This design comes from an exercise in tuning for small area and a short achievable clock period on the open sky130 flow, not from production work.
At most, simulation tests tie the RTL to the original design; equivalence was not proved.
No functional check of the RTL was part of run 2.
Power figures rest on the tool's default switching activity, not on a simulated workload.

<file path="flow/flow/run.sh">
#!/bin/bash
# Layout flow: the standard flow, with timing repair aimed at a period of
# about 7 ns (the clock is still the design's 28 ns; repair_timing is only
# asked for a larger setup margin) and single-drive buffers on the ports.
set -euo pipefail
bash standard.sh \
    SETUP_SLACK_MARGIN=21 \
    "BUFFER_PORTS_ARGS=-buffer_cell sky130_fd_sc_hd__buf_1" \
    finish > standard.log 2>&1
</file>
<file path="flow/standard.sh">
#!/bin/bash
# synth_recipe.tcl (not shown) runs the flow's synth.tcl, then flattens the netlist and writes it again
# the make line also repeats each setting of config.mk as NAME=value (left out here)
make -C /OpenROAD-flow-scripts/flow DESIGN_CONFIG=/design/flow/config.mk WORK_HOME=/design/flow/orfs CLKGATE_MAP_FILE= SYNTH_SCRIPT=/design/flow/synth_recipe.tcl "${@:-finish}"
</file>
<file path="flow/config.mk">
export PLATFORM = sky130hd
export DESIGN_NAME = wa_readout
export DESIGN_NICKNAME = wa_readout
export VERILOG_FILES = /design/flow/design.v
export SDC_FILE = /design/flow/constraint.sdc
export NUM_CORES = 8
export LEC_CHECK = 0
export CAP_MARGIN = 20
export CORE_MARGIN = 2
export CORE_UTILIZATION = 45
export SLEW_MARGIN = 20
export SYNTH_HIERARCHICAL = 1
</file>
<file path="flow/constraint.sdc">
create_clock -name core_clock -period 28.0 [get_ports {clk}]
set_input_delay 5.6000 -clock core_clock [delete_from_list [all_inputs] [get_ports {clk}]]
set_output_delay 5.6000 -clock core_clock [all_outputs]
set_load 0.01 [all_outputs]
</file>
<file path="flow/design.v">
module wa_readout_lzd (
    input  wire [190:0] x,
    output wire         any,
    output wire [7:0]   lead
);
    wire [256*9-1:0]   vv;
    wire [256*9*8-1:0] pp;
    assign vv[255:0]    = {65'd0, x};
    assign pp[2047:0]   = 2048'd0;
    genvar l, i;
    generate
        for (l = 1; l <= 8; l = l + 1) begin : lv
            for (i = 0; i < 256; i = i + 1) begin : nd
                if (i < (256 >> l)) begin : used
                    wire       vh = vv[(l-1)*256 + 2*i + 1];
                    wire       vl = vv[(l-1)*256 + 2*i];
                    wire [7:0] ph = pp[((l-1)*256 + 2*i + 1)*8 +: 8];
                    wire [7:0] pl = pp[((l-1)*256 + 2*i)*8 +: 8];
                    assign vv[l*256 + i] = vh | vl;
                    assign pp[(l*256 + i)*8 +: 8] =
                        ({7'd0, vh} << (l-1)) | ph | ({8{~vh}} & pl);
                end else begin : unused
                    assign vv[l*256 + i] = 1'b0;
                    assign pp[(l*256 + i)*8 +: 8] = 8'd0;
                end
            end
        end
    endgenerate
    assign any  = vv[8*256];
    assign lead = pp[(8*256)*8 +: 8];
endmodule
module wa_readout_muxrow #(
    parameter N = 8
) (
    input  wire [N-1:0] a,
    input  wire [N-1:0] b,
    input  wire         s,
    input  wire         sn,        
    output wire [N-1:0] y
);
    assign y = ~((a | {N{sn}}) & (b | {N{s}}));
endmodule
module wa_readout_shift_hi (
    input  wire [191:0] v,
    input  wire [7:3]   rsh,
    input  wire [7:3]   rshn,       
    output wire [62:0]  part_n,     
    output wire         sticky
);
    wire         s  = v[191];
    wire [310:0] s8 = {{64{s}}, v, 55'd0};
    wire [182:0] s7_n;
    wire         s_sel = rsh[7] & s;
    assign s7_n[54:0]    = ~({55{rsh[7]}} & s8[182:128]);
    assign s7_n[182:119] = ~({64{s_sel}} | ({64{rshn[7]}} & s8[182:119]));
    wa_readout_muxrow #(.N(64)) u_r7 (
        .a(s8[246:183]), .b(s8[118:55]), .s(rsh[7]), .sn(rshn[7]), .y(s7_n[118:55]));
    wire [118:0] s6;
    wire [86:0]  s5_n;
    wire [70:0]  s4;
    wa_readout_muxrow #(.N(119)) u_r6 (
        .a(s7_n[182:64]), .b(s7_n[118:0]), .s(rsh[6]), .sn(rshn[6]), .y(s6));
    wa_readout_muxrow #(.N(87)) u_r5 (
        .a(s6[118:32]), .b(s6[86:0]), .s(rsh[5]), .sn(rshn[5]), .y(s5_n));
    wa_readout_muxrow #(.N(71)) u_r4 (
        .a(s5_n[86:16]), .b(s5_n[70:0]), .s(rsh[4]), .sn(rshn[4]), .y(s4));
    wa_readout_muxrow #(.N(63)) u_r3 (
        .a(s4[70:8]), .b(s4[62:0]), .s(rsh[3]), .sn(rshn[3]), .y(part_n));
    wire [31:0] below;
    genvar j;
    generate
        for (j = 0; j < 32; j = j + 1) begin : pb
            if (j == 0) begin : z
                assign below[j] = 1'b0;
            end else begin : o
                assign below[j] = |s8[8*j-1:0];
            end
        end
    endgenerate
    assign sticky = below[rsh[7:3]];
endmodule
module wa_readout_pos (
    input  wire [2:0] fmt,
    input  wire [7:0] shift,
    input  wire [7:0] lead,
    output wire [7:0] rsh,
    output wire [7:0] rshn,       
    output wire [7:0] e_field,    
    output wire       pre_ovf     
);
    reg        [9:0] n_lo;        
    reg        [7:0] top;         
    reg        [7:0] c_norm;      
    reg        [7:0] c_sub;       
    always @* begin
        case (fmt)
            3'd0:    begin n_lo = 10'd30;  top = 8'd253; c_norm = 8'd8;  c_sub = 8'd107; end
            3'd1:    begin n_lo = 10'd30;  top = 8'd253; c_norm = 8'd24; c_sub = 8'd123; end
            3'd2:    begin n_lo = 10'd942; top = 8'd29;  c_norm = 8'd21; c_sub = 8'd232; end
            3'd3:    begin n_lo = 10'd934; top = 8'd14;  c_norm = 8'd28; c_sub = 8'd247; end
            3'd4:    begin n_lo = 10'd942; top = 8'd29;  c_norm = 8'd29; c_sub = 8'd240; end
            default: begin n_lo = 10'd897; top = 8'd0;   c_norm = 8'd0;  c_sub = 8'd0;   end
        endcase
    end
    function automatic [10:0] carries10(input [9:0] x, input [9:0] y);
        reg [9:0] g, p;
        integer l, i;
        begin
            g = x & y;
            p = x ^ y;
            for (l = 1; l < 10; l = l * 2)
                for (i = 9; i >= l; i = i - 1) begin
                    g[i] = g[i] | (p[i] & g[i-l]);
                    p[i] = p[i] & p[i-l];
                end
            carries10 = {g, 1'b0};
        end
    endfunction
    wire [9:0]  a  = {{2{shift[7]}}, shift} + n_lo;
    wire [10:0] ce = carries10({2'b00, lead}, a);
    wire [9:0]  e  = {2'b00, lead} ^ a ^ ce[9:0];
    wire subn = e[9];
    assign pre_ovf = ~e[9] & (e[8] | (e[7:0] > top));
    wire [10:0] cn = carries10({2'b00, lead}, {2'b00, c_norm});
    wire [7:0] rsh_norm = lead ^ c_norm ^ cn[7:0];
    wire [7:0] rsh_sub  = c_sub + {shift[7], ~shift[6:0]};    
    assign rsh  = subn ? rsh_sub : rsh_norm;
    assign rshn = ~rsh;
    assign e_field = subn ? 8'd0 : e[7:0];
endmodule
module wa_readout_conv (
    input  wire [62:0] part_n,    
    input  wire [2:0]  rsh,
    input  wire [2:0]  rshn,      
    input  wire        stk_hi,
    input  wire        s,
    input  wire        zero,
    input  wire [7:0]  e_field,
    input  wire        pre_ovf,
    input  wire [2:0]  fmt,
    input  wire        sr,
    input  wire [23:0] rnd_x,
    input  wire        ovf_inf,
    input  wire        nan,
    input  wire        sat,
    input  wire        sneg,
    input  wire        inx,
    output reg  [31:0] code,
    output wire [2:0]  fstat
);
    function automatic cout24(input [23:0] x, input [23:0] y, input ci);
        reg [23:0] g, p;
        integer l, i;
        begin
            g = x & y;
            p = x | y;
            g[0] = g[0] | (p[0] & ci);
            for (l = 1; l < 24; l = l * 2)
                for (i = 23; i >= l; i = i - 1) begin
                    g[i] = g[i] | (p[i] & g[i-l]);
                    p[i] = p[i] & p[i-l];
                end
            cout24 = g[23];
        end
    endfunction
    wire [58:0] s2;
    wire [56:0] s1_n;
    wire [55:0] win;
    wa_readout_muxrow #(.N(59)) u_r2 (
        .a(part_n[62:4]), .b(part_n[58:0]), .s(rsh[2]), .sn(rshn[2]), .y(s2));
    wa_readout_muxrow #(.N(57)) u_r1 (
        .a(s2[58:2]), .b(s2[56:0]), .s(rsh[1]), .sn(rshn[1]), .y(s1_n));
    wa_readout_muxrow #(.N(56)) u_r0 (
        .a(s1_n[56:1]), .b(s1_n[55:0]), .s(rsh[0]), .sn(rshn[0]), .y(win));
    wire sticky = stk_hi | (rsh[2] & ~(&part_n[3:0])) | (rsh[1] & (|s2[1:0])) |
                  (rsh[0] & ~s1_n[0]);
    wire [31:0] n   = win[55:24];
    wire [23:0] f   = win[23:0];
    wire        np0 = n[0] ^ s;
    wire        cin = s & ~sticky;
    wire        f23 = f[23];
    wire        z   = ~|f[22:0];
    wire ru_rne = s ? (sticky ? ~f23 : ((~f23 & ~z) | (f23 & z & np0)))
                    : (f23 & (np0 | ~z | sticky));
    wire ru_sr  = s ^ cout24(f, rnd_x, s & sticky);    
    wire inc    = (cin & ~f23 & z) | (sr ? ru_sr : ru_rne);
    wire [23:0] np = n[23:0] ^ {24{s}};
    wire [24:0] np_run;
    wire [32:0] n_run;
    genvar j;
    generate
        for (j = 0; j <= 32; j = j + 1) begin : run
            if (j == 0) begin : z0
                assign n_run[j] = 1'b1;
            end else begin : o
                assign n_run[j] = &n[j-1:0];
            end
            if (j <= 24) begin : p
                if (j == 0) begin : z0
                    assign np_run[j] = 1'b1;
                end else begin : o
                    assign np_run[j] = &np[j-1:0];
                end
            end
        end
    endgenerate
    wire        u  = inc ^ s;
    wire [24:0] nr = {1'b0, np} ^ (np_run & {25{inc}});
    wire [32:0] t  = {1'b0, n} ^ (n_run & {33{u}});
    reg         is_int;
    reg  [1:0]  q2;           
    reg         top;          
    reg         e4m3_max;
    always @* begin
        is_int   = 1'b0;
        e4m3_max = 1'b0;
        case (fmt)
            3'd0:    begin q2 = nr[24:23]; top = (e_field == 8'd253); end
            3'd1:    begin q2 = nr[8:7];   top = (e_field == 8'd253); end
            3'd2:    begin q2 = nr[11:10]; top = (e_field == 8'd29);  end
            3'd3:    begin q2 = nr[4:3];   top = (e_field == 8'd14);
                           e4m3_max = (e_field == 8'd14) & (&nr[3:0]); end
            3'd4:    begin q2 = nr[3:2];   top = (e_field == 8'd29);  end
            default: begin q2 = 2'd0;      top = 1'b0; is_int = 1'b1; end
        endcase
    end
    wire [7:0] e_p1 = e_field + 8'd1;
    wire [7:0] e_p2 = e_field + 8'd2;
    wire [7:0] ex   = q2[1] ? e_p2 : (q2[0] ? e_p1 : e_field);
    wire       sign = s & ((|np) | inc);
    wire fp_ovf   = pre_ovf | (top & q2[1]) | e4m3_max;
    wire i8_ovf   = s ? (~t[32] & ~(&t[31:7])) : (|t[32:7]);
    wire i32_ovf  = s ? (~t[32] & ~t[31])      : (t[32] | t[31]);
    wire ovf      = is_int ? (pre_ovf | ((fmt == 3'd5) ? i8_ovf : i32_ovf)) : fp_ovf;
    reg [31:0] val;
    reg [31:0] nan_code;
    reg [31:0] sat_pos, sat_neg;
    always @* begin
        case (fmt)
            3'd0: begin
                val      = {sign, ex, nr[22:0]};
                nan_code = 32'h7FC0_0000;
                sat_pos  = ovf_inf ? 32'h7F80_0000 : 32'h7F7F_FFFF;
                sat_neg  = sat_pos | 32'h8000_0000;
            end
            3'd1: begin
                val      = {16'd0, sign, ex, nr[6:0]};
                nan_code = 32'h7FC0;
                sat_pos  = ovf_inf ? 32'h7F80 : 32'h7F7F;
                sat_neg  = sat_pos | 32'h8000;
            end
            3'd2: begin
                val      = {16'd0, sign, ex[4:0], nr[9:0]};
                nan_code = 32'h7E00;
                sat_pos  = ovf_inf ? 32'h7C00 : 32'h7BFF;
                sat_neg  = sat_pos | 32'h8000;
            end
            3'd3: begin
                val      = {24'd0, sign, ex[3:0], nr[2:0]};
                nan_code = 32'h7F;
                sat_pos  = 32'h7E;
                sat_neg  = 32'hFE;
            end
            3'd4: begin
                val      = {24'd0, sign, ex[4:0], nr[1:0]};
                nan_code = 32'h7E;
                sat_pos  = ovf_inf ? 32'h7C : 32'h7B;
                sat_neg  = sat_pos | 32'h80;
            end
            3'd5: begin
                val      = {24'd0, t[7:0]};
                nan_code = 32'h0;
                sat_pos  = 32'h7F;
                sat_neg  = 32'h80;
            end
            default: begin
                val      = t[31:0];
                nan_code = 32'h0;
                sat_pos  = 32'h7FFF_FFFF;
                sat_neg  = 32'h8000_0000;
            end
        endcase
    end
    reg ovf_flag, inv_flag;
    always @* begin
        ovf_flag = 1'b0;
        inv_flag = 1'b0;
        if (nan) begin
            code     = nan_code;
            inv_flag = 1'b1;
        end else if (sat) begin
            code     = sneg ? sat_neg : sat_pos;
            ovf_flag = 1'b1;
        end else if (zero) begin
            code     = 32'd0;
        end else if (ovf) begin
            code     = s ? sat_neg : sat_pos;
            ovf_flag = 1'b1;
        end else begin
            code     = val;
        end
    end
    assign fstat = {inv_flag, ovf_flag, inx};
endmodule
module wa_readout (
    input  wire         clk,
    input  wire         rst_n,
    input  wire         in_valid,
    input  wire [191:0] in_value,      
    input  wire [31:0]  in_wrap,       
    input  wire [4:0]   in_flags,      
    input  wire [3:0]   in_fmt,        
    input  wire [7:0]   in_shift,      
    input  wire         in_sr,         
    input  wire [23:0]  in_rand,       
    input  wire         in_ovf_inf,    
    output reg          out_valid,
    output reg  [31:0]  out_code,      
    output reg  [2:0]   out_fstat      
);
    wire c_nan  = in_flags[0] | (in_flags[1] & in_flags[2]);
    wire c_inf  = in_flags[1] | in_flags[2];
    wire c_sat  = c_inf | (|in_wrap);
    wire c_sneg = c_inf ? ~in_flags[1] : in_wrap[31];
    reg         a_valid;
    reg [191:0] a_v;
    reg [7:0]   a_shift;
    reg [2:0]   a_fmt;       
    reg         a_sr;
    reg [23:0]  a_rand;      
    reg         a_ovf_inf;
    reg         a_nan, a_sat, a_sneg, a_inx;
    always @(posedge clk) begin
        if (!rst_n)
            a_valid <= 1'b0;
        else
            a_valid <= in_valid;
        a_v       <= in_value;
        a_shift   <= in_shift;
        a_fmt     <= in_fmt[2:0];
        a_sr      <= in_sr;
        a_rand    <= in_rand ^ {24{~in_value[191]}};
        a_ovf_inf <= in_ovf_inf;
        a_nan     <= c_nan;
        a_sat     <= c_sat;
        a_sneg    <= c_sneg;
        a_inx     <= in_flags[4];
    end
    wire        s = a_v[191];
    wire        w_any;
    wire [7:0]  w_lead;
    wa_readout_lzd u_lzd (
        .x    (a_v[191:1] ^ a_v[190:0]),
        .any  (w_any),
        .lead (w_lead)
    );
    wire [7:0] w_rsh, w_rshn;
    wire [7:0] e_field;
    wire       pre_ovf;
    wa_readout_pos u_pos (
        .fmt     (a_fmt),
        .shift   (a_shift),
        .lead    (w_lead),
        .rsh     (w_rsh),
        .rshn    (w_rshn),
        .e_field (e_field),
        .pre_ovf (pre_ovf)
    );
    wire [62:0] w_part_n;
    wire        w_stk;
    wa_readout_shift_hi u_shi (
        .v      (a_v),
        .rsh    (w_rsh[7:3]),
        .rshn   (w_rshn[7:3]),
        .part_n (w_part_n),
        .sticky (w_stk)
    );
    reg         b_valid;
    reg [62:0]  b_part_n;
    reg [2:0]   b_rsh, b_rshn;
    reg         b_stk;
    reg         b_s;
    reg         b_zero;
    reg [7:0]   b_e;
    reg         b_pre_ovf;
    reg [2:0]   b_fmt;
    reg         b_sr;
    reg [23:0]  b_rand;
    reg         b_ovf_inf;
    reg         b_nan, b_sat, b_sneg, b_inx;
    always @(posedge clk) begin
        if (!rst_n)
            b_valid <= 1'b0;
        else
            b_valid <= a_valid;
        b_part_n  <= w_part_n;
        b_rsh     <= w_rsh[2:0];
        b_rshn    <= w_rshn[2:0];
        b_stk     <= w_stk;
        b_s       <= s;
        b_zero    <= ~(w_any | s);
        b_e       <= e_field;
        b_pre_ovf <= pre_ovf;
        b_fmt     <= a_fmt;
        b_sr      <= a_sr;
        b_rand    <= a_rand;
        b_ovf_inf <= a_ovf_inf;
        b_nan     <= a_nan;
        b_sat     <= a_sat;
        b_sneg    <= a_sneg;
        b_inx     <= a_inx;
    end
    wire [31:0] code;
    wire [2:0]  fstat;
    wa_readout_conv u_conv (
        .part_n  (b_part_n),
        .rsh     (b_rsh),
        .rshn    (b_rshn),
        .stk_hi  (b_stk),
        .s       (b_s),
        .zero    (b_zero),
        .e_field (b_e),
        .pre_ovf (b_pre_ovf),
        .fmt     (b_fmt),
        .sr      (b_sr),
        .rnd_x   (b_rand),
        .ovf_inf (b_ovf_inf),
        .nan     (b_nan),
        .sat     (b_sat),
        .sneg    (b_sneg),
        .inx     (b_inx),
        .code    (code),
        .fstat   (fstat)
    );
    always @(posedge clk) begin
        if (!rst_n)
            out_valid <= 1'b0;
        else
            out_valid <= b_valid;
        out_code  <= code;
        out_fstat <= fstat;
    end
endmodule
</file>
==> impl_results.md, run 1 <==
- Outcome: complete, no violations
- Seq cells post-synth: 385
- Remaining global-route overflow: 0
- Clock latency reported for the late side of the worst-skew pair: 590 ps
- Min-delay worst type: register to register
- Data required time of the worst path: 28480 ps
- Peak fanout along the critical path: 48
- Core ar.: 0.05499 mm2
- Cells taking the most area after synthesis: sky130_fd_sc_hd__dfxtp_1, sky130_fd_sc_hd__o22ai_1, sky130_fd_sc_hd__xor2_1
- Average footprint of a synthesized cell: 8.354 um2
- Warnings, synthesis: 9
- Number of antenna violations at the first check in global routing: 1
- Final Instance Count excl. Fillers: 3937
- Count of distinct cell types in the synthesized netlist: 106
- Layout cells sized above 1: 11.70%
- Library cell contributing the largest single delay on the critical path: sky130_fd_sc_hd__o21ai_0
- Clock tree from TritonCTS: done
- Number of levels the H-tree was split into: 2
- Arr. time, crit path: 7450 ps
- Inserted Clock Buffers: 43
- Cell seen most often among critical-path stages: sky130_fd_sc_hd__o22ai_1
- CP max stage delay: 660 ps
- Synth Cell Area: 0.02495 mm2
- Launch point of the worst path: a_v[128]
- Hold_buf cts: 0
- Leak Pwr: 0.01013 uW
- Critical path endpoint: b_part_n[11]
- Post-synth top flop: sky130_fd_sc_hd__dfxtp_1
- First-pass GRT wire length: 137900 um
- Starting density of the core: 45.37%
- Standard-cell row count: 86
- Fmax achieved: 0.1435 GHz
- Via-per-instance ratio: 6.391
- Detail-routed net length per standard cell: 24.13 um
- Setup TNS: 0 ps
- Combined flip-flop and latch cell area: 0.007726 mm2
- Number of top-level pins: 306
- Die Outline Area: 0.05734 mm2
- Beginning of the worst register-to-register path: a_v[128]
- CTS root buffer: sky130_fd_sc_hd__clkbuf_16
- Part of the Yosys area used for sequential elements: 30.90%
- Port Buffers: 303
- Final period util: 24.89%
- Post-Place Cells: 3846
- Post-synth top area cell: sky130_fd_sc_hd__dfxtp_1
- Net count after synthesis: 3295
- Yosys top cell area share: 30.90%
- Instance count of the mapped netlist: 2986
- RSZ-0062 raised after global routing: yes
- Clock slew at the register clock pins of the worst setup and hold paths: 70 ps
- Max-slew headroom at the worst pin: 28.93%
- Horizontal die dimension: 239.5 um
- Register-to-register setup slack: 21030 ps
- Layout-stage area growth over the synthesis result: 12.49%
- Largest buffer count on any clock path: 3
- Kind of start point of the critical path: register
- Max-slew violations: 0
- Number of endpoints failing setup at the final stage: 0
- Max-capacitance violation count: 0
- Fraction of registers with async set/reset: 0%
- Final Routed Wirelength: 95000 um
- Gr usage total: 31.39%
- Residual DRC count: 0
- Vertical die dimension: 239.5 um
- Commonest non-fill, non-tap cell in the layout: sky130_fd_sc_hd__o22ai_1
- Largest clock skew in the final design: 28.39 ps
- Number of nets in the finished design: 3465
- Largest vdd supply drop: 0.00007154 V
- Pin count of the biggest net entering global routing: 96
- DP HPWL: 72610 um
- Setup crit end kind: register
- Footprint of the multi-input gates: 0.01590 mm2
- Worst slew pin tran: 1066 ps
- Antenna cell count: 0
- Count of final hold-check violations: 0
- Total number of clock tree sinks: 385
- Min cycle time layout: 6970 ps
- Category of the most critical setup path: register to register
- Via count of the first global-routing pass: 22590
- Most frequent cells in the layout: sky130_fd_sc_hd__o22ai_1, sky130_fd_sc_hd__dfxtp_1, sky130_fd_sc_hd__buf_1
- Iter 0 DRT Violations: 2849
- Filler cell count: 5332
- Number of nets still failing antenna checks after routing: 0
- Crit path cell chain: buf_4 > xor2_1 > or4_1 > nand4b_4 > o21ai_0 > a211oi_1 > o2111ai_2 > ha_1 > and2_4 > a221oi_2 > a41o_1 > nand2b_1 > and4_1 > o31a_1 > buf_12 > mux2_8 > buf_16 > o22ai_2 > o22ai_1 > o22ai_1 > o22ai_1 > o22ai_2
- Pwr dens: 95.90 mW/mm2
- R2R depth: 22
- Destination of the worst register-to-register timing path: b_part_n[11]
- Detailed-routing iteration count for the pre-antenna-repair pass: 6
- Total number of vias: 25160
- GP Congestion: 1.013
- Design Power: 2691 uW
- EDFF count, synth: 0
-- kinds of logic (layout without fill, tap and decap cells) --
| family | count (synthesis) | after routing | share of synthesized area (%) |
|---|---|---|---|
| AO/OA/AOI/OAI | 1141 | 1141 | 31.40 |
| AND/OR/NAND/NOR | 781 | 781 | 16.48 |
| flip-flops | 385 | 385 | 30.90 |
| buffers and inverters | 310 | 512 | 7.288 |
| XOR/XNOR | 297 | 297 | 10.43 |
| adder cells (fa/ha/maj) | 40 | 40 | 2.091 |
| multiplexers | 32 | 33 | 1.419 |
-- state kept, by name, summed over array words and instances, names as in the netlist, 8 cells and up --
name / cells
a_v: 192
b_part_n: 63
out_code: 32
a_rand: 24
b_rand: 24
a_shift: 8
b_e: 8
-- cell type report --
cell class | instances | share of cell area (%)
clock buffer | 50 | 4.071
sequential | 385 | 27.53
multi-input combinational | 2292 | 56.65
inverter | 77 | 1.030
timing repair buffer | 357 | 6.140
clock inverter | 28 | 1.240
tap | 748 | 3.335
-- Yosys stat by module (local to each module, per instance), a selection --
module / copies in the design / flops+latches / cells inside / area, um2
wa_readout_lzd: 1 / 0 / 350 / 2006
wa_readout: 1 / 385 / 622 / 9722
wa_readout_conv: 1 / 0 / 826 / 5017
wa_readout_shift_hi: 1 / 0 / 260 / 1334
wa_readout_pos: 1 / 0 / 224 / 1663
-- layer usage --
layer	global-route usage (%)	wire length [um]	up-vias	share of wire, %
met1	47.25	43830	12140	46
met2	45.95	39800	1151	42
met4	8.087	2211	0	2.3
met3	5.129	9161	132	9.6
li1	-	-	11740	-
met5	0	0	-	0
-- worst max-delay path: cells and delay by family (launching register included) --
kind	cells	cell delay (ps)
xor gates and xnor gates	1	200
DFF	1	300
muxes	1	490
adders and majority gates	1	330
buffers and inverters	3	630
and+or+nand+nor	5	1350
AOI/OAI and AO/OA	11	3470
-- stage by stage --
step           hold WS, ps  cell area [um2]  worst slack, ps  utilization, %
4_1_cts              327.4            27610            21030           50.21
5_1_grt              332.5            28060            20980           51.04
3_3_place_gp         310.8            25890            19670           47.08
2_1_floorplan        309.6            24950            21570               -
3_5_place_dp         312.1            25890            19620           47.08
6_report             326.1            28060            21030           51.04
-- worst min-delay path by stage --
stage / from / to / cells after the start / slack (ps)
2_1_floorplan: a_inx / b_inx / 0 / 310
3_3_place_gp: a_sneg / b_sneg / 0 / 310
3_5_place_dp: a_sat / b_sat / 0 / 310
4_1_cts: a_rand[13] / b_rand[13] / 0 / 330
5_1_grt: a_rand[21] / b_rand[21] / 0 / 330
6_report: a_rand[19] / b_rand[19] / 0 / 330
-- power by group --
part           leakage, uW  switching, uW  internal, uW
Clock             0.000718            252           339
Sequential         0.00324           86.5           639
Combinational      0.00617            887           487
-- synthesized netlist by cell type (36+ instances only) --
library cell and n:
sky130_fd_sc_hd__buf_2 55, sky130_fd_sc_hd__clkbuf_1 68, sky130_fd_sc_hd__xnor2_1 81, sky130_fd_sc_hd__a21oi_1 194
sky130_fd_sc_hd__buf_6 61, sky130_fd_sc_hd__o22ai_2 85, sky130_fd_sc_hd__o22ai_1 510, sky130_fd_sc_hd__nand2_1 183
sky130_fd_sc_hd__nand3_1 56, sky130_fd_sc_hd__inv_1 74, sky130_fd_sc_hd__dfxtp_1 385, sky130_fd_sc_hd__ha_1 36
sky130_fd_sc_hd__o21ai_0 111, sky130_fd_sc_hd__xor2_1 216, sky130_fd_sc_hd__nor3_1 63, sky130_fd_sc_hd__nor2_1 186
sky130_fd_sc_hd__nor2b_1 36, sky130_fd_sc_hd__nor4_1 85
-- what timing repair did --
| item | CTS | global route |
|---|---|---|
| pin swaps | 2 | 2 |
| buffers inserted | 4 | 4 |
| gates cloned | 0 | 5 |
| endpoints found under the setup margin | 64 | 81 |
| resized for setup | 43 | 59 |
| hold endpoints to repair | 0 | 0 |
==> run 2, diff against run 1 <==
--- a/flow/design.v
+++ b/flow/design.v
@@ -66,23 +66,17 @@
         .a(s5_n[86:16]), .b(s5_n[70:0]), .s(rsh[4]), .sn(rshn[4]), .y(s4));
     wa_readout_muxrow #(.N(63)) u_r3 (
         .a(s4[70:8]), .b(s4[62:0]), .s(rsh[3]), .sn(rshn[3]), .y(part_n));
-    wire [31:0] below;
-    genvar j;
-    generate
-        for (j = 0; j < 32; j = j + 1) begin : pb
-            if (j == 0) begin : z
-                assign below[j] = 1'b0;
-            end else begin : o
-                assign below[j] = |s8[8*j-1:0];
-            end
-        end
-    endgenerate
-    assign sticky = below[rsh[7:3]];
+    assign sticky = (rsh[7] & (|s8[127:0]))    |
+                    (rsh[6] & ~(&s7_n[63:0]))  |
+                    (rsh[5] & (|s6[31:0]))     |
+                    (rsh[4] & ~(&s5_n[15:0]))  |
+                    (rsh[3] & (|s4[7:0]));
 endmodule
 module wa_readout_pos (
     input  wire [2:0] fmt,
     input  wire [7:0] shift,
     input  wire [7:0] lead,
+    input  wire       zero,       
     output wire [7:0] rsh,
     output wire [7:0] rshn,       
     output wire [7:0] e_field,    
@@ -126,7 +120,7 @@
     wire [7:0] rsh_sub  = c_sub + {shift[7], ~shift[6:0]};    
     assign rsh  = subn ? rsh_sub : rsh_norm;
     assign rshn = ~rsh;
-    assign e_field = subn ? 8'd0 : e[7:0];
+    assign e_field = (subn | zero) ? 8'd0 : e[7:0];
 endmodule
 module wa_readout_conv (
     input  wire [62:0] part_n,    
@@ -134,7 +128,6 @@
     input  wire [2:0]  rshn,      
     input  wire        stk_hi,
     input  wire        s,
-    input  wire        zero,
     input  wire [7:0]  e_field,
     input  wire        pre_ovf,
     input  wire [2:0]  fmt,
@@ -142,8 +135,6 @@
     input  wire [23:0] rnd_x,
     input  wire        ovf_inf,
     input  wire        nan,
-    input  wire        sat,
-    input  wire        sneg,
     input  wire        inx,
     output reg  [31:0] code,
     output wire [2:0]  fstat
@@ -184,30 +175,24 @@
                     : (f23 & (np0 | ~z | sticky));
     wire ru_sr  = s ^ cout24(f, rnd_x, s & sticky);    
     wire inc    = (cin & ~f23 & z) | (sr ? ru_sr : ru_rne);
-    wire [23:0] np = n[23:0] ^ {24{s}};
-    wire [24:0] np_run;
-    wire [32:0] n_run;
+    reg         is_int;
+    wire        flip = s & ~is_int;
+    wire [31:0] w    = {n[31:25], n[24:0] ^ {25{flip}}};    
+    wire        c    = inc ^ (s & is_int);
+    wire [32:0] w_run;
     genvar j;
     generate
         for (j = 0; j <= 32; j = j + 1) begin : run
             if (j == 0) begin : z0
-                assign n_run[j] = 1'b1;
+                assign w_run[j] = 1'b1;
             end else begin : o
-                assign n_run[j] = &n[j-1:0];
-            end
-            if (j <= 24) begin : p
-                if (j == 0) begin : z0
-                    assign np_run[j] = 1'b1;
-                end else begin : o
-                    assign np_run[j] = &np[j-1:0];
-                end
+                assign w_run[j] = &w[j-1:0];
             end
         end
     endgenerate
-    wire        u  = inc ^ s;
-    wire [24:0] nr = {1'b0, np} ^ (np_run & {25{inc}});
-    wire [32:0] t  = {1'b0, n} ^ (n_run & {33{u}});
-    reg         is_int;
+    wire [32:0] t  = {1'b0, w} ^ (w_run & {33{c}});
+    wire [24:0] nr = t[24:0];
+    wire [23:0] np = w[23:0];
     reg  [1:0]  q2;           
     reg         top;          
     reg         e4m3_max;
@@ -288,11 +273,6 @@
         if (nan) begin
             code     = nan_code;
             inv_flag = 1'b1;
-        end else if (sat) begin
-            code     = sneg ? sat_neg : sat_pos;
-            ovf_flag = 1'b1;
-        end else if (zero) begin
-            code     = 32'd0;
         end else if (ovf) begin
             code     = s ? sat_neg : sat_pos;
             ovf_flag = 1'b1;
@@ -355,12 +335,14 @@
         .lead (w_lead)
     );
     wire [7:0] w_rsh, w_rshn;
+    wire       w_zero = ~(w_any | s);    
     wire [7:0] e_field;
     wire       pre_ovf;
     wa_readout_pos u_pos (
         .fmt     (a_fmt),
         .shift   (a_shift),
         .lead    (w_lead),
+        .zero    (w_zero),
         .rsh     (w_rsh),
         .rshn    (w_rshn),
         .e_field (e_field),
@@ -380,14 +362,13 @@
     reg [2:0]   b_rsh, b_rshn;
     reg         b_stk;
     reg         b_s;
-    reg         b_zero;
     reg [7:0]   b_e;
     reg         b_pre_ovf;
     reg [2:0]   b_fmt;
     reg         b_sr;
     reg [23:0]  b_rand;
     reg         b_ovf_inf;
-    reg         b_nan, b_sat, b_sneg, b_inx;
+    reg         b_nan, b_inx;
     always @(posedge clk) begin
         if (!rst_n)
             b_valid <= 1'b0;
@@ -397,17 +378,14 @@
         b_rsh     <= w_rsh[2:0];
         b_rshn    <= w_rshn[2:0];
         b_stk     <= w_stk;
-        b_s       <= s;
-        b_zero    <= ~(w_any | s);
+        b_s       <= a_sat ? a_sneg : s;
         b_e       <= e_field;
-        b_pre_ovf <= pre_ovf;
+        b_pre_ovf <= (pre_ovf & ~w_zero) | a_sat;
         b_fmt     <= a_fmt;
         b_sr      <= a_sr;
         b_rand    <= a_rand;
         b_ovf_inf <= a_ovf_inf;
         b_nan     <= a_nan;
-        b_sat     <= a_sat;
-        b_sneg    <= a_sneg;
         b_inx     <= a_inx;
     end
     wire [31:0] code;
@@ -418,7 +396,6 @@
         .rshn    (b_rshn),
         .stk_hi  (b_stk),
         .s       (b_s),
-        .zero    (b_zero),
         .e_field (b_e),
         .pre_ovf (b_pre_ovf),
         .fmt     (b_fmt),
@@ -426,8 +403,6 @@
         .rnd_x   (b_rand),
         .ovf_inf (b_ovf_inf),
         .nan     (b_nan),
-        .sat     (b_sat),
-        .sneg    (b_sneg),
         .inx     (b_inx),
         .code    (code),
         .fstat   (fstat)
==> flow/flow/run.sh (replaced) <==
#!/bin/bash
# Layout flow: the standard flow with
#  - synthesis as the standard flow's, but ABC mapping for area only (flow/synth.tcl);
#  - single-drive buffers on the ports;
#  - a clock tree of fewer, larger sink clusters without dummy loads.
set -euo pipefail
export WA_FLOW_DIR="$PWD/flow"
bash standard.sh \
    "SYNTH_SCRIPT=$PWD/flow/synth.tcl" \
    SETUP_SLACK_MARGIN=21.35 \
    "BUFFER_PORTS_ARGS=-buffer_cell sky130_fd_sc_hd__buf_1" \
    "CTS_ARGS=-sink_clustering_enable -repair_clock_nets -dont_use_dummy_load -sink_clustering_size 25 -sink_clustering_max_diameter 150 -buf_list {sky130_fd_sc_hd__clkbuf_8 sky130_fd_sc_hd__clkbuf_16}" \
    finish > standard.log 2>&1
==> flow/flow/abc_area_min.script (new file) <==
&get -n
&st
&dch
&nf -a
&put
topo
==> flow/flow/synth.tcl (new file) <==
# The standard synthesis (synth_recipe.tcl), with one change: ABC maps for
# least area and leaves buffering and sizing to OpenROAD's repair steps.
proc synth {args} { yosys synth -nofsm -noshare {*}$args }
proc abc {args} {
  set i [lsearch $args -script]
  if {$i >= 0} { lset args [expr {$i + 1}] $::env(WA_FLOW_DIR)/abc_area_min.script }
  yosys abc {*}$args
}
source $::env(SCRIPTS_DIR)/synth.tcl
# left out here: clear keep_hierarchy, flatten, clean up, hide names made inside functions, write 1_2_yosys.v
==> impl_results.md, run 2 <==
- Final period util: 23.67%
- Commonest non-fill, non-tap cell in the layout: sky130_fd_sc_hd__o22ai_1
- Vertical die dimension: 218.8 um
- Peak fanout along the critical path: 1
- Remaining global-route overflow: 0
- Fraction of registers with async set/reset: 0%
- Largest register by flop count: a_v
- Critical path depth: 1
- Worst slew pin tran: 1013 ps
- Yosys top cell area share: 36.83%
- Count of buffering cells on the critical path with inverters included: 1
- Critical path endpoint: out_code[16]
- Setup crit end kind: output pin
- Post-Place Cells: 3366
- Largest clock skew in the final design: 54.03 ps
- GP Congestion: 1.002
- Arr. time, crit path: 1030 ps
- Crit path cell chain: buf_1
- Leading registers by flop count: a_v (192), b_part_n (63), out_code (32)
- Total number of clock tree sinks: 382
- Most frequent cells in the layout: sky130_fd_sc_hd__o22ai_1, sky130_fd_sc_hd__dfxtp_1, sky130_fd_sc_hd__buf_1
- Horizontal die dimension: 218.8 um
- Outcome: complete, no violations
- Setup TNS: 0 ps
- Final Routed Wirelength: 80140 um
- Min cycle time layout: 6628 ps
- Via count of the first global-routing pass: 20690
- Number of nets still failing antenna checks after routing: 0
- Starting density of the core: 45.66%
- Clock tree from TritonCTS: done
- Residual DRC count: 0
- Gr usage total: 31.74%
- Post-synth top flop: sky130_fd_sc_hd__dfxtp_1
- Post-synth top area cell: sky130_fd_sc_hd__dfxtp_1
- Detailed-routing iteration count for the pre-antenna-repair pass: 6
- Part of the Yosys area used for sequential elements: 36.83%
- Synth Cell Area: 0.02076 mm2
- R2R depth: 23
- Number of nets in the finished design: 3131
- Die Outline Area: 0.04788 mm2
- RSZ-0062 raised after global routing: yes
- Detail-routed net length per standard cell: 23.40 um
- Synth top cells by count: sky130_fd_sc_hd__o22ai_1, sky130_fd_sc_hd__dfxtp_1, sky130_fd_sc_hd__xor2_1
- Count of distinct cell types in the synthesized netlist: 64
- Beginning of the worst register-to-register path: a_v[191]
- Fmax achieved: 0.1509 GHz
- Max FFs per register: 192
- Data required time of the worst path: 22400 ps
- CP top delay family: flip-flops
- Min-delay worst type: register to register
- Clock latency reported for the late side of the worst-skew pair: 570 ps
- Category of the most critical setup path: register to output pin
- Pin count of the biggest net entering global routing: 121
- EDFF count, synth: 0
- Placed Instance Area: 0.02302 mm2
- Iter 0 DRT Violations: 2235
- First-pass GRT wire length: 118900 um
- Core ar.: 0.04548 mm2
- Total number of vias: 22190
- Non-Filler Cell Area, Final: 0.02471 mm2
- Largest buffer count on any clock path: 3
- CP max stage delay: 320 ps
- Final Instance Count excl. Fillers: 3424
- Max-slew headroom at the worst pin: 32.35%
- Instance count of the mapped netlist: 2444
- Max-capacitance violation count: 0
- Standard-cell row count: 78
- Via-per-instance ratio: 6.480
- Library cell contributing the largest single delay on the critical path: sky130_fd_sc_hd__dfxtp_1
- Destination of the worst register-to-register timing path: b_stk
- Clock slew at the register clock pins of the worst setup and hold paths: 120 ps
- Largest vdd supply drop: 0.00006778 V
- Number of levels the H-tree was split into: 1
- Number of endpoints failing setup at the final stage: 0
- Number of antenna violations at the first check in global routing: 4
- Leak Pwr: 0.008516 uW
- Count of final hold-check violations: 0
- Kind of start point of the critical path: register
- Most numerous cell in the Yosys netlist: sky130_fd_sc_hd__o22ai_1
- Cells taking the most area after synthesis: sky130_fd_sc_hd__dfxtp_1, sky130_fd_sc_hd__o22ai_1, sky130_fd_sc_hd__xor2_1
- Layout cells sized above 1: 8.508%
- Inserted Clock Buffers: 19
- Number of top-level pins: 306
- DP HPWL: 60570 um
- Layout-stage area growth over the synthesis result: 19.01%
- CTS root buffer: sky130_fd_sc_hd__clkbuf_16
- Max-slew violations: 0
- Pwr dens: 104.6 mW/mm2
- Seq cells post-synth: 382
- Port Buffers: 303
- Net count after synthesis: 2752
- Average footprint of a synthesized cell: 8.496 um2
- Warnings, synthesis: 9
- Register-to-register setup slack: 21390 ps
- Launch point of the worst path: out_code[16]
run 2: through the flow:
stage          hold slack, ps  worst slack [ps]  utilization [%]  power (uW)
3_5_place_dp            313.5             19420            50.61        2153
3_3_place_gp            311.1             19480            50.61        2145
5_1_grt                 341.7             21240            54.32        2719
4_1_cts                 337.7             21310            53.02        2489
6_report                333.4             21370            54.34        2585
2_1_floorplan           309.6             20520                -        1716
run 2: worst min-delay path by stage:
stage,to,cells past startpoint,slack (ps),startpoint
2_1_floorplan,b_inx,0,310,a_inx
3_3_place_gp,b_nan,0,310,a_nan
3_5_place_dp,b_rand[18],0,310,a_rand[18]
4_1_cts,b_rand[6],0,340,a_rand[6]
5_1_grt,b_rand[6],0,340,a_rand[6]
6_report,b_rand[8],0,330,a_rand[8]
run 2: power breakdown:
group	internal (uW)	total, uW	switching [uW]
Sequential	638	726	88.4
Clock	122	294	172
Combinational	538	1560	1030
run 2: layer usage:
metal	vias to the layer above	part of all wire [%]	GRT usage, %
li1	10460	-	-
met1	10560	43	43.05
met2	997	46	52.26
met3	172	7.5	3.742
met4	0	3.9	10.90
met5	-	0	0
run 2: kinds of logic after synthesis:
| group | Yosys count | synth area share [%] |
|---|---|---|
| buffers and inverters | 43 | 0.8497 |
| DFF | 382 | 36.83 |
| and+or+nand+nor | 618 | 14.99 |
| AOI/OAI and AO/OA | 1035 | 30.84 |
| adders and majority gates | 39 | 2.447 |
| muxes | 29 | 1.476 |
| xor gates and xnor gates | 298 | 12.57 |
run 2: cell type report:
cell class                      count  area (um2)
Fill cell                        4332       20770
Multi-Input combinational cell   2025       13980
Sequential cell                   382        7676
Timing Repair Buffer              356        1673
Tap cell                          600       750.7
Clock buffer                       19       475.5
Inverter                           39       148.9
Antenna cell                        3       7.507
run 2: timing repair:
| action | in CTS | in global routing |
|---|---|---|
| pin swaps | 13 | 15 |
| gates cloned | 5 | 1 |
| hold buffers | 0 | 0 |
| setup endpoints to repair | 103 | 116 |
| resized for setup | 83 | 105 |
| buffers inserted | 23 | 7 |
run 2: modules after synthesis (local to each module, per instance), a selection:
module,flip-flops and latches,cells inside
wa_readout_shift_hi,0,188
wa_readout_lzd,0,327
wa_readout_conv,0,523
wa_readout_pos,0,212
wa_readout,382,618
==> run 3, diff against run 2 <==
--- a/flow/design.v
+++ b/flow/design.v
@@ -66,17 +66,23 @@
         .a(s5_n[86:16]), .b(s5_n[70:0]), .s(rsh[4]), .sn(rshn[4]), .y(s4));
     wa_readout_muxrow #(.N(63)) u_r3 (
         .a(s4[70:8]), .b(s4[62:0]), .s(rsh[3]), .sn(rshn[3]), .y(part_n));
-    assign sticky = (rsh[7] & (|s8[127:0]))    |
-                    (rsh[6] & ~(&s7_n[63:0]))  |
-                    (rsh[5] & (|s6[31:0]))     |
-                    (rsh[4] & ~(&s5_n[15:0]))  |
-                    (rsh[3] & (|s4[7:0]));
+    wire [31:0] below;
+    genvar j;
+    generate
+        for (j = 0; j < 32; j = j + 1) begin : pb
+            if (j == 0) begin : z
+                assign below[j] = 1'b0;
+            end else begin : o
+                assign below[j] = |s8[8*j-1:0];
+            end
+        end
+    endgenerate
+    assign sticky = below[rsh[7:3]];
 endmodule
 module wa_readout_pos (
     input  wire [2:0] fmt,
     input  wire [7:0] shift,
     input  wire [7:0] lead,
-    input  wire       zero,       
     output wire [7:0] rsh,
     output wire [7:0] rshn,       
     output wire [7:0] e_field,    
@@ -120,7 +126,7 @@
     wire [7:0] rsh_sub  = c_sub + {shift[7], ~shift[6:0]};    
     assign rsh  = subn ? rsh_sub : rsh_norm;
     assign rshn = ~rsh;
-    assign e_field = (subn | zero) ? 8'd0 : e[7:0];
+    assign e_field = subn ? 8'd0 : e[7:0];
 endmodule
 module wa_readout_conv (
     input  wire [62:0] part_n,    
@@ -128,6 +134,7 @@
     input  wire [2:0]  rshn,      
     input  wire        stk_hi,
     input  wire        s,
+    input  wire        zero,
     input  wire [7:0]  e_field,
     input  wire        pre_ovf,
     input  wire [2:0]  fmt,
@@ -177,7 +184,7 @@
     wire inc    = (cin & ~f23 & z) | (sr ? ru_sr : ru_rne);
     reg         is_int;
     wire        flip = s & ~is_int;
-    wire [31:0] w    = {n[31:25], n[24:0] ^ {25{flip}}};    
+    wire [31:0] w    = n ^ {32{flip}};
     wire        c    = inc ^ (s & is_int);
     wire [32:0] w_run;
     genvar j;
@@ -273,6 +280,8 @@
         if (nan) begin
             code     = nan_code;
             inv_flag = 1'b1;
+        end else if (zero) begin
+            code     = 32'd0;
         end else if (ovf) begin
             code     = s ? sat_neg : sat_pos;
             ovf_flag = 1'b1;
@@ -335,14 +344,12 @@
         .lead (w_lead)
     );
     wire [7:0] w_rsh, w_rshn;
-    wire       w_zero = ~(w_any | s);    
     wire [7:0] e_field;
     wire       pre_ovf;
     wa_readout_pos u_pos (
         .fmt     (a_fmt),
         .shift   (a_shift),
         .lead    (w_lead),
-        .zero    (w_zero),
         .rsh     (w_rsh),
         .rshn    (w_rshn),
         .e_field (e_field),
@@ -362,6 +369,7 @@
     reg [2:0]   b_rsh, b_rshn;
     reg         b_stk;
     reg         b_s;
+    reg         b_zero;
     reg [7:0]   b_e;
     reg         b_pre_ovf;
     reg [2:0]   b_fmt;
@@ -379,8 +387,9 @@
         b_rshn    <= w_rshn[2:0];
         b_stk     <= w_stk;
         b_s       <= a_sat ? a_sneg : s;
+        b_zero    <= ~(w_any | s | a_sat);
         b_e       <= e_field;
-        b_pre_ovf <= (pre_ovf & ~w_zero) | a_sat;
+        b_pre_ovf <= pre_ovf | a_sat;
         b_fmt     <= a_fmt;
         b_sr      <= a_sr;
         b_rand    <= a_rand;
@@ -396,6 +405,7 @@
         .rshn    (b_rshn),
         .stk_hi  (b_stk),
         .s       (b_s),
+        .zero    (b_zero),
         .e_field (b_e),
         .pre_ovf (b_pre_ovf),
         .fmt     (b_fmt),
--- a/flow/flow/run.sh
+++ b/flow/flow/run.sh
@@ -7,7 +7,7 @@
 export WA_FLOW_DIR="$PWD/flow"
 bash standard.sh \
     "SYNTH_SCRIPT=$PWD/flow/synth.tcl" \
-    SETUP_SLACK_MARGIN=21.35 \
+    SETUP_SLACK_MARGIN=21.3 \
     "BUFFER_PORTS_ARGS=-buffer_cell sky130_fd_sc_hd__buf_1" \
     "CTS_ARGS=-sink_clustering_enable -repair_clock_nets -dont_use_dummy_load -sink_clustering_size 25 -sink_clustering_max_diameter 150 -buf_list {sky130_fd_sc_hd__clkbuf_8 sky130_fd_sc_hd__clkbuf_16}" \
     finish > standard.log 2>&1
--- a/flow/config.mk
+++ b/flow/config.mk
@@ -7,6 +7,7 @@
 export LEC_CHECK = 0
 export CAP_MARGIN = 20
 export CORE_MARGIN = 2
-export CORE_UTILIZATION = 45
+export CORE_UTILIZATION = 55
+export PLACE_DENSITY = 0.7
 export SLEW_MARGIN = 20
 export SYNTH_HIERARCHICAL = 1
==> impl_results.md, run 3 <==
- Outcome: complete, no violations
- Hold_buf cts: 0
- Post-synth top area cell: sky130_fd_sc_hd__dfxtp_1
- Via count of the first global-routing pass: 20440
- Arr. time, crit path: 7060 ps
- Peak fanout along the critical path: 75
- RSZ-0062 raised after global routing: yes
- Synth Cell Area: 0.02102 mm2
- Most numerous cell in the Yosys netlist: sky130_fd_sc_hd__o22ai_1
- Via-per-instance ratio: 6.861
- DP HPWL: 59080 um
- Gr usage total: 37.34%
- Max-slew headroom at the worst pin: 39.72%
- Final period util: 23.69%
- Cell seen most often among critical-path stages: sky130_fd_sc_hd__o22ai_1
- Largest buffer count on any clock path: 3
- Clock slew at the register clock pins of the worst setup and hold paths: 90 ps
- Detail-routed net length per standard cell: 23.34 um
- First-pass GRT wire length: 115300 um
- Die Outline Area: 0.03980 mm2
- Worst Hold Margin: 329.4 ps
- Residual DRC count: 0
- Min cycle time layout: 6632 ps
- Library cell contributing the largest single delay on the critical path: sky130_fd_sc_hd__dfxtp_1
- Largest register by flop count: a_v
- Number of endpoints failing setup at the final stage: 0
- Part of the Yosys area used for sequential elements: 36.48%
- Crit path cell chain: xor2_1 > nor4_2 > nand4_1 > o2111ai_1 > a211oi_1 > o211ai_1 > ha_1 > nand3_2 > nand2_2 > a21oi_2 > nor2_1 > o21ai_4 > xnor2_4 > buf_4 > buf_12 > mux2_8 > buf_12 > o22ai_1 > o22ai_1 > o22ai_1 > o22ai_1 > o22ai_1
- Cells taking the most area after synthesis: sky130_fd_sc_hd__dfxtp_1, sky130_fd_sc_hd__o22ai_1, sky130_fd_sc_hd__xor2_1
- Fraction of registers with async set/reset: 0%
- CP max stage delay: 530 ps
- Source of the worst hold timing path: a_ovf_inf
- Layout cells sized above 1: 5.802%
- Average footprint of a synthesized cell: 8.469 um2
- Detailed-routing iteration count for the pre-antenna-repair pass: 9
- Antenna cell count: 0
- Number of levels the H-tree was split into: 1
- Number of nets in the finished design: 3154
- Number of top-level pins: 306
- Core ar.: 0.03767 mm2
- Starting density of the core: 55.80%
- Max-capacitance violation count: 0
- Post-synth top flop: sky130_fd_sc_hd__dfxtp_1
- Largest vdd supply drop: 0.00006683 V
- EDFF count, synth: 0
- Commonest non-fill, non-tap cell in the layout: sky130_fd_sc_hd__o22ai_1
- Leak Pwr: 0.008352 uW
- Layout-stage area growth over the synthesis result: 16.01%
- Largest clock skew in the final design: 48.04 ps
- Yosys top cell area share: 36.48%
- Total number of clock tree sinks: 383
- Synth top cells by count: sky130_fd_sc_hd__o22ai_1, sky130_fd_sc_hd__dfxtp_1, sky130_fd_sc_hd__xor2_1
- Vertical die dimension: 199.5 um
- Iter 0 DRT Violations: 2969
- Horizontal die dimension: 199.5 um
- GP Congestion: 1.075
- Pre-CTS worst setup slack: 19060 ps
- Endpoint, Worst Hold: b_ovf_inf
- Category of the most critical setup path: register to register
- Clock tree from TritonCTS: done
- CTS root buffer: sky130_fd_sc_hd__clkbuf_16
- Max-slew violations: 0
- Clock latency reported for the late side of the worst-skew pair: 540 ps
- Register-to-register setup slack: 21370 ps
- Total number of vias: 23020
- Filler cell count: 3370
- Setup ws final: 21370 ps
- Port Buffers: 303
- Number of nets still failing antenna checks after routing: 0
- Most frequent cells in the layout: sky130_fd_sc_hd__o22ai_1, sky130_fd_sc_hd__dfxtp_1, sky130_fd_sc_hd__buf_1
- Inserted Clock Buffers: 19
- Destination of the worst register-to-register timing path: b_part_n[14]
- Fmax achieved: 0.1508 GHz
- Beginning of the worst register-to-register path: a_v[32]
- Max FFs per register: 192
- Count of final hold-check violations: 0
- CP top delay family: compound AO/OA/AOI/OAI gates
- Pin count of the biggest net entering global routing: 106
- Min-delay worst type: register to register
- Data required time of the worst path: 28430 ps
- Net count after synthesis: 2790
- Final Routed Wirelength: 78290 um
- R2R depth: 22
- Leading registers by flop count: a_v (192), b_part_n (63), out_code (32)
- Count of distinct cell types in the synthesized netlist: 66
- Seq cells post-synth: 383
- Remaining global-route overflow: 0
- Warnings, synthesis: 9
- Worst Hold Depth: 0
- Number of antenna violations at the first check in global routing: 0
- Setup crit end kind: register
- Instance count of the mapped netlist: 2482
- Count of buffering cells on the critical path with inverters included: 3
- Standard-cell row count: 71
- Worst slew pin tran: 897.3 ps
- Pwr dens: 102.3 mW/mm2
- Setup TNS: 0 ps
- Kind of start point of the critical path: register
## run 3: layout make-up
cell class | instances | area, um2 | area share (%)
clock buffers | 19 | 475.5 | 1.950
inverters | 48 | 182.7 | 0.7491
well taps | 511 | 639.4 | 2.622
repair buffers | 346 | 1648 | 6.758
multi-input cells | 2048 | 13740 | 56.33
flip-flops and latches | 383 | 7702 | 31.59
## run 3: how the worst max path moves through the flow
stage | start | end | depth (start not counted)
floorplan | a_v[191] | b_part_n[31] | 22
global placement | a_v[64] | b_part_n[21] | 25
detailed placement | a_v[64] | b_part_n[13] | 25
CTS | a_v[143] | b_part_n[21] | 24
global route | a_v[142] | b_stk | 25
finish | a_v[32] | b_part_n[14] | 22
## run 3: logic make-up after synthesis
kind of cell	synth area share, %
XOR/XNOR	12.79
AND/OR/NAND/NOR	15.51
multiplexers	1.060
adder cells (fa/ha/maj)	2.417
AO/OA/AOI/OAI	30.75
flip-flops	36.48
buffers and inverters	1.000
## run 3: power by group
| part | internal (uW) | total, uW | switching (uW) | leakage [uW] |
|---|---|---|---|---|
| registers | 639 | 746 | 108 | 0.00323 |
| clock network | 122 | 287 | 165 | 0.000234 |
| logic | 515 | 1460 | 948 | 0.00489 |
## run 3: repair_timing
item                                    in CTS  in global routing
gates resized for setup                     52                 76
endpoints found under the setup margin      97                 97
setup buffers                               10                 12
gates cloned                                 1                  1
pin swaps                                    4                 10
## run 3: per-module statistics from Yosys, one instance, submodules excluded, a selection
module               times used  cells inside
wa_readout_pos                1           212
wa_readout_lzd                1           327
wa_readout_conv               1           500
wa_readout_shift_hi           1           249
wa_readout                    1           618
## run 3: metal layers
layer,track usage [%],wire [um]
met4,17.59,4206
met2,60.61,35270
met3,5.654,8186
met5,0,0
met1,48.73,30630
## run 3: per-stage QoR
stage	std cells	total power [uW]	utilization, %	cell area, um2
2_1_floorplan	2482	1681	-	21190
3_3_place_gp	3312	2070	61.41	23130
3_5_place_dp	3312	2088	61.41	23130
4_1_cts	3342	2400	63.54	23930
6_report	3355	2496	64.74	24380
5_1_grt	3355	2608	64.74	24380
==> run 4, diff against run 3 <==
--- a/flow/config.mk
+++ b/flow/config.mk
@@ -7,7 +7,6 @@
 export LEC_CHECK = 0
 export CAP_MARGIN = 20
 export CORE_MARGIN = 2
-export CORE_UTILIZATION = 55
-export PLACE_DENSITY = 0.7
+export CORE_UTILIZATION = 40
 export SLEW_MARGIN = 20
 export SYNTH_HIERARCHICAL = 1
==> impl_results.md, run 4 <==
- Clock slew at the register clock pins of the worst setup and hold paths: 100 ps
- Max-slew violations: 0
- Inserted Clock Buffers: 19
- CP top delay family: flip-flops
- Synth top cells by count: sky130_fd_sc_hd__o22ai_1, sky130_fd_sc_hd__dfxtp_1, sky130_fd_sc_hd__xor2_1
- Number of antenna violations at the first check in global routing: 2
- Arr. time, crit path: 1010 ps
- CP max stage delay: 320 ps
- Net count after synthesis: 2790
- Filler cell count: 5125
- First-pass GRT wire length: 120400 um
- Non-Filler Cell Area, Final: 0.02473 mm2
- Largest clock skew in the final design: 50.75 ps
- Max-capacitance violation count: 0
- Setup TNS: 0 ps
- Count of final hold-check violations: 0
- Horizontal die dimension: 233.2 um
- Peak fanout along the critical path: 1
- Fraction of registers with async set/reset: 0%
- Number of endpoints failing setup at the final stage: 0
- Worst slew pin tran: 1058 ps
- Via count of the first global-routing pass: 20320
- Clock latency reported for the late side of the worst-skew pair: 580 ps
- Total number of clock tree sinks: 383
- Cells taking the most area after synthesis: sky130_fd_sc_hd__dfxtp_1, sky130_fd_sc_hd__o22ai_1, sky130_fd_sc_hd__xor2_1
- Min cycle time layout: 6611 ps
- Warnings, synthesis: 9
- Seq cells post-synth: 383
- Count of distinct cell types in the synthesized netlist: 66
- Average footprint of a synthesized cell: 8.469 um2
- Instance count of the mapped netlist: 2482
- EDFF count, synth: 0
- Category of the most critical setup path: register to output pin
- DP HPWL: 63010 um
- Yosys top cell area share: 36.48%
- RSZ-0062 raised after global routing: no
- Library cell contributing the largest single delay on the critical path: sky130_fd_sc_hd__dfxtp_1
- Leading registers by flop count: a_v (192), b_part_n (63), out_code (32)
- Total number of vias: 22470
- Number of nets in the finished design: 3154
- Post-synth top area cell: sky130_fd_sc_hd__dfxtp_1
- Detailed-routing iteration count for the pre-antenna-repair pass: 7
- Leak Pwr: 0.008387 uW
- Commonest non-fill, non-tap cell in the layout: sky130_fd_sc_hd__o22ai_1
- Remaining global-route overflow: 0
- Largest vdd supply drop: 0.00007494 V
- Fmax achieved: 0.1513 GHz
- Kind of start point of the critical path: register
- Via-per-instance ratio: 6.363
- Number of top-level pins: 306
- Iter 0 DRT Violations: 2507
- CTS root buffer: sky130_fd_sc_hd__clkbuf_16
- Detail-routed net length per standard cell: 23.15 um
- Pin count of the biggest net entering global routing: 116
- Largest buffer count on any clock path: 3
- Hold_buf cts: 0
- Standard-cell row count: 84
- Max-slew headroom at the worst pin: 29.30%
- Placed Instance Area: 0.02337 mm2
- Crit path cell chain: buf_1
- Max FFs per register: 192
- GP Congestion: 0.9995
- Pwr dens: 101.4 mW/mm2
- Min-delay worst type: register to register
- Clock tree from TritonCTS: done
- Number of levels the H-tree was split into: 1
- Port Buffers: 303
- Antenna cell count: 0
- Post-synth top flop: sky130_fd_sc_hd__dfxtp_1
- Number of nets still failing antenna checks after routing: 0
- Final period util: 23.61%
- Starting density of the core: 40.24%
- Largest register by flop count: a_v
- Outcome: complete, no violations
- Vertical die dimension: 233.2 um
- Gr usage total: 28.57%
- Core ar.: 0.05224 mm2
- Count of buffering cells on the critical path with inverters included: 1
- Most numerous cell in the Yosys netlist: sky130_fd_sc_hd__o22ai_1
- Layout-stage area growth over the synthesis result: 17.66%
- Die Outline Area: 0.05440 mm2
- Part of the Yosys area used for sequential elements: 36.48%
- Layout cells sized above 1: 6.716%
- Setup crit end kind: output pin
- Residual DRC count: 0
- Data required time of the worst path: 22400 ps
- Most frequent cells in the layout: sky130_fd_sc_hd__o22ai_1, sky130_fd_sc_hd__dfxtp_1, sky130_fd_sc_hd__buf_1
- Synth Cell Area: 0.02102 mm2
- Final Routed Wirelength: 81760 um
-- run 4: cells by family after synthesis --
logic type / count (synthesis) / share of synthesized area [%]
AOI/OAI and AO/OA: 1035 / 30.75
and+or+nand+nor: 645 / 15.51
DFF: 383 / 36.48
xor gates and xnor gates: 307 / 12.79
buffers and inverters: 52 / 1.000
adders and majority gates: 39 / 2.417
muxes: 21 / 1.060
-- run 4: power by group --
group / internal, uW / leakage [uW] / switching [uW] / total, uW
Clock: 122 / 0.000234 / 169 / 291
Combinational: 515 / 0.00493 / 962 / 1480
Sequential: 638 / 0.00323 / 102 / 741
-- run 4: path summary, 6_finish.rpt --
path | from | end | slack (ps) | cells after the start
worst max-delay path | out_code[11] | out_code[11] | 21390 | 1
worst min-delay path | a_nan | b_nan | 330 | 0
worst min register to register | a_nan | b_nan | 330 | 0
worst max register to register | a_v[156] | b_part_n[11] | 21420 | 21
-- run 4: what timing repair did --
item	CTS	global route
hold endpoints to repair	0	0
buffers inserted	4	14
resized for setup	56	89
setup endpoints to repair	97	97
pin swaps	3	13
cloned	2	1
-- run 4: layout make-up --
class	instances	area (um2)	area share [%]
Clock buffer	19	475.5	1.922
Multi-Input combinational cell	2050	13960	56.44
Timing Repair Buffer	344	1554	6.284
Inverter	48	183.9	0.7437
Sequential cell	383	7700	31.13
Tap cell	688	860.8	3.481
-- run 4: per-stage QoR --
| step | setup WS [ps] | power [uW] | hold WS (ps) | util (%) | instances |
|---|---|---|---|---|---|
| 2_1_floorplan | 20650 | 1681 | 309.6 | - | 2482 |
| 3_3_place_gp | 19630 | 2111 | 311.8 | 44.75 | 3492 |
| 3_5_place_dp | 19540 | 2118 | 313.2 | 44.75 | 3492 |
| 4_1_cts | 21310 | 2433 | 335.0 | 46.21 | 3517 |
| 5_1_grt | 21260 | 2650 | 341.6 | 47.35 | 3532 |
| 6_report | 21390 | 2509 | 332.6 | 47.35 | 3532 |
-- run 4: Yosys stat by module (local to each module, per instance), excerpt --
module / cell area [um2] / flip-flops and latches
wa_readout_shift_hi: 1323 / 0
wa_readout_lzd: 1775 / 0
wa_readout_conv: 3088 / 0
wa_readout: 9677 / 383
wa_readout_pos: 1553 / 0
-- run 4: per-layer routing --
metal	track usage, %	routed length (um)	part of all wire (%)
met1	38.32	34980	43
met2	46.29	36710	45
met3	3.064	5996	7.3
met4	12.68	4071	5.0
met5	0	0	0
==> run 5, diff against run 4 <==
--- a/flow/config.mk
+++ b/flow/config.mk
@@ -7,6 +7,7 @@
 export LEC_CHECK = 0
 export CAP_MARGIN = 20
 export CORE_MARGIN = 2
-export CORE_UTILIZATION = 40
+export CORE_UTILIZATION = 45
 export SLEW_MARGIN = 20
 export SYNTH_HIERARCHICAL = 1
+export TNS_END_PERCENT = 0
==> impl_results.md, run 5 <==
- Outcome: complete, no violations
- Inserted Clock Buffers: 19
- Number of levels the H-tree was split into: 1
- DP HPWL: 63480 um
- Most frequent cells in the layout: sky130_fd_sc_hd__o22ai_1, sky130_fd_sc_hd__dfxtp_1, sky130_fd_sc_hd__buf_1
- Largest register by flop count: a_v
- Min cycle time layout: 6661 ps
- Core ar.: 0.04636 mm2
- Clock tree from TritonCTS: done
- Starting density of the core: 45.34%
- Max-slew headroom at the worst pin: 37.37%
- Horizontal die dimension: 220.1 um
- Standard-cell row count: 79
- Clock latency reported for the late side of the worst-skew pair: 570 ps
- Port Buffers: 303
- Setup TNS: 0 ps
- Instance count of the mapped netlist: 2482
- Beginning of the worst register-to-register path: a_v[56]
- Number of nets in the finished design: 3156
- Final Routed Wirelength: 83160 um
- Seq cells post-synth: 383
- Clock slew at the register clock pins of the worst setup and hold paths: 100 ps
- Critical path depth: 24
- Library cell contributing the largest single delay on the critical path: sky130_fd_sc_hd__dfxtp_1
- Via-per-instance ratio: 6.540
- CTS root buffer: sky130_fd_sc_hd__clkbuf_16
- Number of top-level pins: 306
- Number of antenna violations at the first check in global routing: 3
- CP top delay family: compound AO/OA/AOI/OAI gates
- Hold_buf cts: 0
- Data required time of the worst path: 28420 ps
- GP Congestion: 1.027
- Peak fanout along the critical path: 48
- Max-slew violations: 0
- Via count of the first global-routing pass: 20460
- Cell seen most often among critical-path stages: sky130_fd_sc_hd__o22ai_1
- Number of endpoints failing setup at the final stage: 0
- Cells taking the most area after synthesis: sky130_fd_sc_hd__dfxtp_1, sky130_fd_sc_hd__o22ai_1, sky130_fd_sc_hd__xor2_1
- Crit path cell chain: xor2_1 > nor4_2 > nand4_1 > nor3_4 > nand2_1 > nand2_1 > a221oi_1 > o21ai_1 > ha_1 > a21oi_1 > o21ai_0 > a21oi_1 > nor2_1 > o21ai_4 > xnor2_4 > buf_12 > mux2i_4 > buf_8 > buf_16 > o22ai_1 > o22ai_1 > o22ai_1 > o22ai_1 > o22ai_1
- Antenna cell count: 0
- Net switching power: 1246 uW
- Gr usage total: 32.40%
- Detail-routed net length per standard cell: 24.08 um
- Yosys top cell area share: 36.48%
- Detailed-routing iteration count for the pre-antenna-repair pass: 9
- Setup crit end kind: register
- Part of the Yosys area used for sequential elements: 36.48%
- Kind of start point of the critical path: register
- Layout-stage area growth over the synthesis result: 16.89%
- Total number of vias: 22580
- Post-synth top flop: sky130_fd_sc_hd__dfxtp_1
- Fraction of registers with async set/reset: 0%
- First-pass GRT wire length: 120500 um
- Max FFs per register: 192
- Internal power component: 1285 uW
- Leak Pwr: 0.008390 uW
- Fmax achieved: 0.1501 GHz
- Count of distinct cell types in the synthesized netlist: 66
- Die Outline Area: 0.04845 mm2
- Pwr dens: 103.1 mW/mm2
- CP max stage delay: 520 ps
- Source of the worst hold timing path: a_rand[1]
- Max-capacitance violation count: 0
- EDFF count, synth: 0
- Most numerous cell in the Yosys netlist: sky130_fd_sc_hd__o22ai_1
- Clock power frac: 11.4%
- Register-to-register setup slack: 21340 ps
- Warnings, synthesis: 9
- Pin count of the biggest net entering global routing: 98
- Number of nets still failing antenna checks after routing: 0
- Remaining global-route overflow: 0
- Average footprint of a synthesized cell: 8.469 um2
- Final period util: 23.79%
- Part of the power in combinational logic: 60.5%
- Residual DRC count: 0
- Synth top cells by count: sky130_fd_sc_hd__o22ai_1, sky130_fd_sc_hd__dfxtp_1, sky130_fd_sc_hd__xor2_1
- Category of the most critical setup path: register to register
- Layout cells sized above 1: 5.727%
- Largest clock skew in the final design: 53.15 ps
- Count of buffering cells on the critical path with inverters included: 3
- Switching part of the total: 49.23%
- Post-synth top area cell: sky130_fd_sc_hd__dfxtp_1
- Arr. time, crit path: 7080 ps
- Critical path endpoint: b_part_n[18]
- Net count after synthesis: 2790
- Vertical die dimension: 220.1 um
- Destination of the worst register-to-register timing path: b_part_n[18]
- Worst slew pin tran: 939.4 ps
- Count of final hold-check violations: 0
- Worst Hold Margin: 332.1 ps
- Min-delay worst type: register to register
- Share of total power in sequential cells: 28.1%
- Largest vdd supply drop: 0.00007832 V
- Largest buffer count on any clock path: 3
- Launch point of the worst path: a_v[56]
- Commonest non-fill, non-tap cell in the layout: sky130_fd_sc_hd__o22ai_1
- R2R depth: 24
- Synth Cell Area: 0.02102 mm2
- Leading registers by flop count: a_v (192), b_part_n (63), out_code (32)
- Total number of clock tree sinks: 383
- Iter 0 DRT Violations: 2776
- RSZ-0062 raised after global routing: yes
## run 5: cell counts after synthesis
No cell type changed its count.
## run 5: worst min path at each step
stage,end,slack (ps),cells past startpoint
after global routing,b_rand[0],340,0
final,b_rand[1],330,0
after global placement,b_ovf_inf,310,0
after floorplan,b_inx,310,0
after CTS,b_rand[0],330,0
after detailed placement,b_rand[6],310,0
## run 5: stage by stage
stage	cell area (um2)	worst slack [ps]	total power [uW]	cells	util, %
2_1_floorplan	21150	20640	1679	2482	-
3_5_place_dp	23240	19430	2122	3412	50.14
3_3_place_gp	23240	19460	2112	3412	50.14
6_report	24570	21340	2532	3453	53.00
4_1_cts	24070	21240	2437	3442	51.93
5_1_grt	24570	21260	2666	3453	53.00
## run 5: power groups by stage
stage          registers [uW]  logic, uW  clock network (uW)
3_5_place_dp              719       1400                   0
6_report                  711       1530                 288
4_1_cts                   707       1430                 297
3_3_place_gp              717       1390                   0
5_1_grt                   721       1630                 316
2_1_floorplan             734        945                   0
## run 5: worst reg2reg max path, cell delays in order, from the launching register on
cell                       delay, ps
sky130_fd_sc_hd__dfxtp_1         520
sky130_fd_sc_hd__xor2_1          190
sky130_fd_sc_hd__nor4_2          470
sky130_fd_sc_hd__nand4_1         340
sky130_fd_sc_hd__nor3_4          400
sky130_fd_sc_hd__nand2_1         200
sky130_fd_sc_hd__nand2_1         150
sky130_fd_sc_hd__a221oi_1        100
sky130_fd_sc_hd__o21ai_1         320
sky130_fd_sc_hd__ha_1            360
sky130_fd_sc_hd__a21oi_1         190
sky130_fd_sc_hd__o21ai_0         110
sky130_fd_sc_hd__a21oi_1         220
sky130_fd_sc_hd__nor2_1          110
sky130_fd_sc_hd__o21ai_4         280
sky130_fd_sc_hd__xnor2_4         170
sky130_fd_sc_hd__buf_12          150
sky130_fd_sc_hd__mux2i_4         250
sky130_fd_sc_hd__buf_8           350
sky130_fd_sc_hd__buf_16          270
sky130_fd_sc_hd__o22ai_1         170
sky130_fd_sc_hd__o22ai_1         390
sky130_fd_sc_hd__o22ai_1         230
sky130_fd_sc_hd__o22ai_1         400
sky130_fd_sc_hd__o22ai_1         190
## run 5: cell families (layout without fill, tap and decap cells)
| kind of cell | count (synthesis) | in the layout | share of synthesized area, % |
|---|---|---|---|
| and+or+nand+nor | 645 | 645 | 15.51 |
| AOI/OAI and AO/OA | 1035 | 1035 | 30.75 |
| muxes | 21 | 22 | 1.060 |
| xor gates and xnor gates | 307 | 308 | 12.79 |
| buffers and inverters | 52 | 414 | 1.000 |
| DFF | 383 | 383 | 36.48 |
| adders and majority gates | 39 | 39 | 2.417 |
## run 5: what timing repair did
action	in CTS	in global routing
setup buffers	9	7
setup endpoints to repair	97	97
gates cloned	2	4
gates resized for setup	52	75
pin swaps	4	6
## run 5: Yosys stat by module, one instance, submodules excluded, excerpt
module	flops+latches	copies in the design	cells inside	cell area (um2)
wa_readout	383	1	618	9677
wa_readout_conv	0	1	500	3088
wa_readout_shift_hi	0	1	249	1323
wa_readout_pos	0	1	212	1553
wa_readout_lzd	0	1	327	1775
## run 5: per-layer routing
| metal | wire, um | vias to the layer above | global-route usage (%) | share of wire (%) |
|---|---|---|---|---|
| met3 | 6267 | 197 | 3.727 | 7.5 |
| met4 | 3691 | 0 | 13.24 | 4.4 |
| met2 | 38580 | 1101 | 53.60 | 46 |
| met1 | 34630 | 10710 | 42.96 | 42 |
| met5 | 0 | - | 0 | 0 |
| li1 | - | 10580 | - | - |
## run 5: layout make-up
cell class	count	area, um2
Multi-Input combinational cell	2049	13780
Tap cell	607	759.5
Clock buffer	19	475.5
Fill cell	4504	21790
Inverter	48	186.4
Timing Repair Buffer	347	1683
Sequential cell	383	7684
